Background: an optimization exercise with open tools, aiming at small area, a short achievable clock period and few clock cycles per item. Do not read the settings as production practice. At most, simulation tests tie the RTL to the original design; equivalence was not proved.

Design tau_arith, start of the top module:
module tau_arith (
    input  wire        clk,
    input  wire        rst,           
    input  wire        in_valid,
    output wire        in_ready,
    input  wire        in_fn,         
    input  wire [63:0] in_a,
    input  wire [63:0] in_b,
    output reg         out_valid,
    output reg  [63:0] out_result,
    output reg         out_range
);
Settings: LEC_CHECK=0, CAP_MARGIN=20, CORE_MARGIN=2, CORE_UTILIZATION=40, SLEW_MARGIN=20; clock period 14.0 ns.
standard.sh (not shown) runs the stock make flow with config.mk's settings and CLKGATE_MAP_FILE= SYNTH_SCRIPT=/design/flow/synth_recipe.tcl, a recipe that flattens the netlist after the stock synthesis.
==> flow/flow/run.sh <==
#!/bin/bash
# The standard layout, with repair_timing asked for more setup slack than the
# clock period needs (so that it sizes the critical paths up), and the port
# buffers made with sky130_fd_sc_hd__buf_2.
set -euo pipefail
bash standard.sh SETUP_SLACK_MARGIN=8 "BUFFER_PORTS_ARGS=-buffer_cell sky130_fd_sc_hd__buf_2" finish > standard_make.log 2>&1
Then changed:
--- a/flow/design.v
+++ b/flow/design.v
@@ -29,24 +29,24 @@
     reg [20:0] w_r;               
     reg [31:0] w_sec;             
     reg  [8:0] w_lo;              
     reg  [1:0] w_x;               
     reg        w_rng;             
     wire last  = busy & (cnt == 3'd1);
     wire s2_add = s1_v & ~s1_fn & ~s1_rng;
     wire s2_res = s1_v & (s1_fn | s1_rng);
     wire [2:0] cnt_set = s1_m1 ? 3'd1 : s1_m3 ? 3'd3 : 3'd7;
     wire busy_n  = s2_add | (busy & ~last);
     wire last_n  = s2_add ? s1_m1 : (busy & (cnt == 3'd2));
-    wire wres_n  = s2_res & last;
-    assign in_ready = (~busy_n | last_n) & (~wres_n | last_n);
+    wire wres_n  = s2_res;
+    assign in_ready = ~busy_n | last_n;
     wire [20:0] rem  = w_r;
     wire [25:0] rp   = {rem, dq[34:30]};
     wire [32:0] ge;
     genvar gi;
     assign ge[0]  = 1'b1;
     assign ge[32] = 1'b0;
     generate
         for (gi = 1; gi < 32; gi = gi + 1) begin : g_cmp
             assign ge[gi] = (rp >= gi * D5);
         end
     endgenerate
@@ -2474,48 +2474,46 @@
         if (s1_m1) begin
             r_init   = {1'b0, u_v[24:5]};
             dq_init  = {u_v[4:0], 30'd0};
         end else if (s1_m3) begin
             r_init   = {3'b0, u_v[32:15]};
             dq_init  = {u_v[14:0], 20'd0};
         end else begin
             r_init   = u_v[55:35];
             dq_init  = u_v[34:0];
         end
     end
-    wire [5:0]  pl    = {1'b0, sec_b[4:0]} + {1'b0, d};
-    wire [31:0] sec_v = {pl[5] ? ph1 : ph0, pl[4:0]};
+    wire [4:0]  pl    = sec_b[4:0] + d;
+    wire        pcy   = ge[6'd32 - {1'b0, sec_b[4:0]}];
+    wire [31:0] sec_v = {pcy ? ph1 : ph0, pl};
     always @(posedge clk) begin
         if (last) begin
             out_result <= {sec_v, 2'b00, r_step, w_lo};
             out_range  <= 1'b0;
-        end else if (wres) begin
+        end else begin
             out_result <= {w_sec, w_x, w_r, w_lo};
             out_range  <= w_rng;
-        end else begin
-            out_result <= s1_rng ? 64'd0 : sum[63:0];
-            out_range  <= s1_rng;
         end
     end
     always @(posedge clk) begin
         if (rst) begin
             busy      <= 1'b0;
             wres      <= 1'b0;
             out_valid <= 1'b0;
         end else begin
             if (busy) begin
                 dq  <= {dq[29:0], d};
                 cnt <= cnt - 3'd1;
                 w_r <= r_step;
             end
-            out_valid <= last | wres | s2_res;
+            out_valid <= last | wres;
             busy <= busy_n;
             wres <= wres_n;
             if (s2_add) begin
                 cnt   <= cnt_set;
                 dq    <= dq_init;
                 w_r   <= r_init;
                 w_sec <= sec_k;
                 w_lo  <= sum[8:0];
             end else if (wres_n) begin
                 w_sec <= s1_rng ? 32'd0 : sum[63:32];
                 w_x   <= s1_rng ? 2'd0 : sum[31:30];
Final area falls by about 2.6%.
First-iteration DRC count fell by 16%.
Synthesized area is lower by 3.1%.
Synthesized cell count went down by 5.1%.
Final cell count is lower by 4.8%.
Routed wire length shrinks by 9.6%.
Hold slack gets worse by 95 ps.
Setup slack improves by 300 ps.
Register-to-register slack gains 300 ps.
Core utilization increases by 0.41 points.
No run of this note included a check of the RTL's function; only the layout flow was run.

old:
Another version of the RTL of tau_arith (not shown whole).
For scale: about 3,300 cells after synthesis, roughly 340 flip-flops, roughly 0.031 mm2 of cells after synthesis.
Design tau_arith, start of the top module:
module tau_arith (
    input  wire        clk,
    input  wire        rst,           
    input  wire        in_valid,
    output wire        in_ready,
    input  wire        in_fn,         
    input  wire [63:0] in_a,
    input  wire [63:0] in_b,
    output reg         out_valid,
    output reg  [63:0] out_result,
    output reg         out_range
);
    localparam [31:0] NS_PER_SEC = 32'd1_000_000_000;
    localparam [24:0] D5         = 25'd1_953_125;           
    reg        s1_v;
    reg        s1_fn;
    reg        s1_rng;            
    reg        s1_m1, s1_m3;      
    reg [10:0] s1_kc;            
    reg [31:0] s1_ahi;            
    reg [31:0] s1_d;              
    reg [31:0] s1_bhi;            
    reg [31:0] s1_xlo;            
    reg [29:0] s1_alo;            
    reg        busy;              
    reg        wres;              
    reg  [2:0] cnt;               
    reg [34:0] dq;                
    reg [20:0] w_r;               
    reg [31:0] w_sec;             
    reg  [8:0] w_lo;              
    reg  [1:0] w_x;               
    reg        w_rng;             
    wire last  = busy & (cnt == 3'd1);
    wire s2_add = s1_v & ~s1_fn & ~s1_rng;
    wire s2_res = s1_v & (s1_fn | s1_rng);
    wire [2:0] cnt_set = s1_m1 ? 3'd1 : s1_m3 ? 3'd3 : 3'd7;
    wire busy_n  = s2_add | (busy & ~last);
    wire last_n  = s2_add ? s1_m1 : (busy & (cnt == 3'd2));
    wire wres_n  = s2_res;
    assign in_ready = ~busy_n | last_n;
    wire [20:0] rem  = w_r;
    wire [25:0] rp   = {rem, dq[34:30]};
    wire [32:0] ge;
    genvar gi;
  ...
export LEC_CHECK = 0
export CAP_MARGIN = 20
export CORE_MARGIN = 2
export CORE_UTILIZATION = 40
export SLEW_MARGIN = 20
create_clock -name core_clock -period 14.0 [get_ports {clk}]
Scripts as last shown in full above: flow/flow/run.sh
Looking at the reports, old completed the entire flow and the layout it produced met the timing, DRC and antenna checks.
Testbench counts of old, summed over its fixed seeds: cycles 32,152, items 16,000.
Changes in new relative to old:
diff --git a/flow/design.v b/flow/design.v
--- a/flow/design.v
+++ b/flow/design.v
@@ -27,22 +27,35 @@
     reg  [2:0] cnt;               
     reg [34:0] dq;                
     reg [20:0] w_r;               
     reg [31:0] w_sec;             
     reg  [8:0] w_lo;              
     reg  [1:0] w_x;               
     reg        w_rng;             
+    wire        in_abad = (in_a[31:0] >= NS_PER_SEC);
+    wire        in_bbad = (in_b[31:0] >= NS_PER_SEC);
+    wire        in_m1   = (&in_b[63:31]) | ~(|in_b[63:31]);    
+    wire        in_m3   = (&in_b[63:40]) | ~(|in_b[63:40]);    
     wire last  = busy & (cnt == 3'd1);
     wire s2_add = s1_v & ~s1_fn & ~s1_rng;
     wire s2_res = s1_v & (s1_fn | s1_rng);
     wire [2:0] cnt_set = s1_m1 ? 3'd1 : s1_m3 ? 3'd3 : 3'd7;
     wire busy_n  = s2_add | (busy & ~last);
     wire last_n  = s2_add ? s1_m1 : (busy & (cnt == 3'd2));
     wire wres_n  = s2_res;
-    assign in_ready = ~busy_n | last_n;
+    reg        rdy;
+    assign in_ready = rdy;
+    wire [2:0] n_cnt    = s2_add ? cnt_set : busy ? (cnt - 3'd1) : cnt;
+    wire       n_busy   = ~rst & busy_n;
+    wire       n_last   = n_busy & (n_cnt == 3'd1);
+    wire       n_s1_add = ~rst & in_valid & rdy & ~in_fn & ~in_abad;
+    wire       n_busy_n = n_s1_add | (n_busy & ~n_last);
+    wire       n_last_n = n_s1_add ? in_m1 : (n_busy & (n_cnt == 3'd2));
+    always @(posedge clk)
+        rdy <= ~n_busy_n | n_last_n;
     wire [20:0] rem  = w_r;
     wire [25:0] rp   = {rem, dq[34:30]};
     wire [32:0] ge;
     genvar gi;
     assign ge[0]  = 1'b1;
     assign ge[32] = 1'b0;
     generate
@@ -2432,18 +2445,14 @@
     wire shy_2325 = shp_2177 ^ (shg_2246 | shp_2247);
     wire shy_2326 = shp_2179 ^ (shg_2270 | shp_2271);
     wire shy_2327 = shp_2181 ^ (shg_2232 | shp_2233);
     wire shy_2328 = shp_2183 ^ (shg_2272 | shp_2273);
     wire shy_2329 = shp_2185 ^ (shg_2248 | shp_2249);
     wire [26:0] ph0 = {shx_2302, shx_2301, shx_2300, shx_2299, shx_2298, shx_2297, shx_2296, shx_2295, shx_2294, shx_2293, shx_2292, shx_2291, shx_2290, shx_2289, shx_2288, shx_2287, shx_2286, shx_2285, shx_2284, shx_2283, shx_2282, shx_2281, shx_2280, shx_2279, shx_2278, shx_2277, shx_2276};
     wire [26:0] ph1 = {shy_2329, shy_2328, shy_2327, shy_2326, shy_2325, shy_2324, shy_2323, shy_2322, shy_2321, shy_2320, shy_2319, shy_2318, shy_2317, shy_2316, shy_2315, shy_2314, shy_2313, shy_2312, shy_2311, shy_2310, shy_2309, shy_2308, shy_2307, shy_2306, shy_2305, shy_2304, shy_2303};
-    wire        in_abad = (in_a[31:0] >= NS_PER_SEC);
-    wire        in_bbad = (in_b[31:0] >= NS_PER_SEC);
-    wire        in_m1   = (&in_b[63:31]) | ~(|in_b[63:31]);    
-    wire        in_m3   = (&in_b[63:40]) | ~(|in_b[63:40]);    
     wire [3:0]  in_k    = {in_fn, ~in_fn & ~in_m3, ~in_fn & ~in_m1 & in_m3, ~in_fn & in_m1};
     always @(posedge clk) begin
         s1_fn  <= in_fn;
         s1_rng <= in_abad | (in_fn & in_bbad);
         s1_m1  <= in_m1;
         s1_m3  <= in_m3;
         s1_kc[0] <= in_k[3];
Notes after the runs:
- Lower share of synthesized cell area in full adder, half adder and majority cells goes to old over new.
- Taking old over new, the number of tapcells ratio works out to 1.06.
- On sequential share of layout area, old tracks new almost exactly.
- Summary: worst setup slack, new worse than old
- new supports a lower top clock frequency than old.
- Going from old to new, minimum clock period has increased, final hold slack has remained practically unchanged.
Function not checked in new: the RTL went through the layout flow alone.

-- port drivers added, routing unchanged --
No port has a modelled driver above. Below, the same layouts with a new extraction and two added sets of constraints. Step 1, drivers: a clkbuf_16 drives clk and a buf_2 each remaining input, both assumed. Step 2 also shifts input and output timing later by t, the mid clock arrival at the registers, as if the neighbouring blocks saw the same clock. Three values: ideal ports, drivers, drivers and shift; two values: the first two.
run | t (ns) | setup WS [ns] | worst hold slack (ns)
the first run of note 1 | 0.647 | 7.664 / 7.664 / 7.664 | 0.440 / 0.440 / 0.440
the second run of note 1 | 0.651 | 7.967 / 7.967 / 7.581 | 0.345 / 0.345 / 0.345
old | 0.651 | 8.109 / 8.109 / 7.746 | 0.342 / 0.342 / 0.342
new | 0.667 | 7.833 / 7.833 / 7.631 | 0.341 / 0.341 / 0.341
After both steps every run listed still meets setup and hold. For the second run of note 1, which loses most, drivers alone change the setup slack by 0.000 ns; drivers and shift together by -0.386 ns.
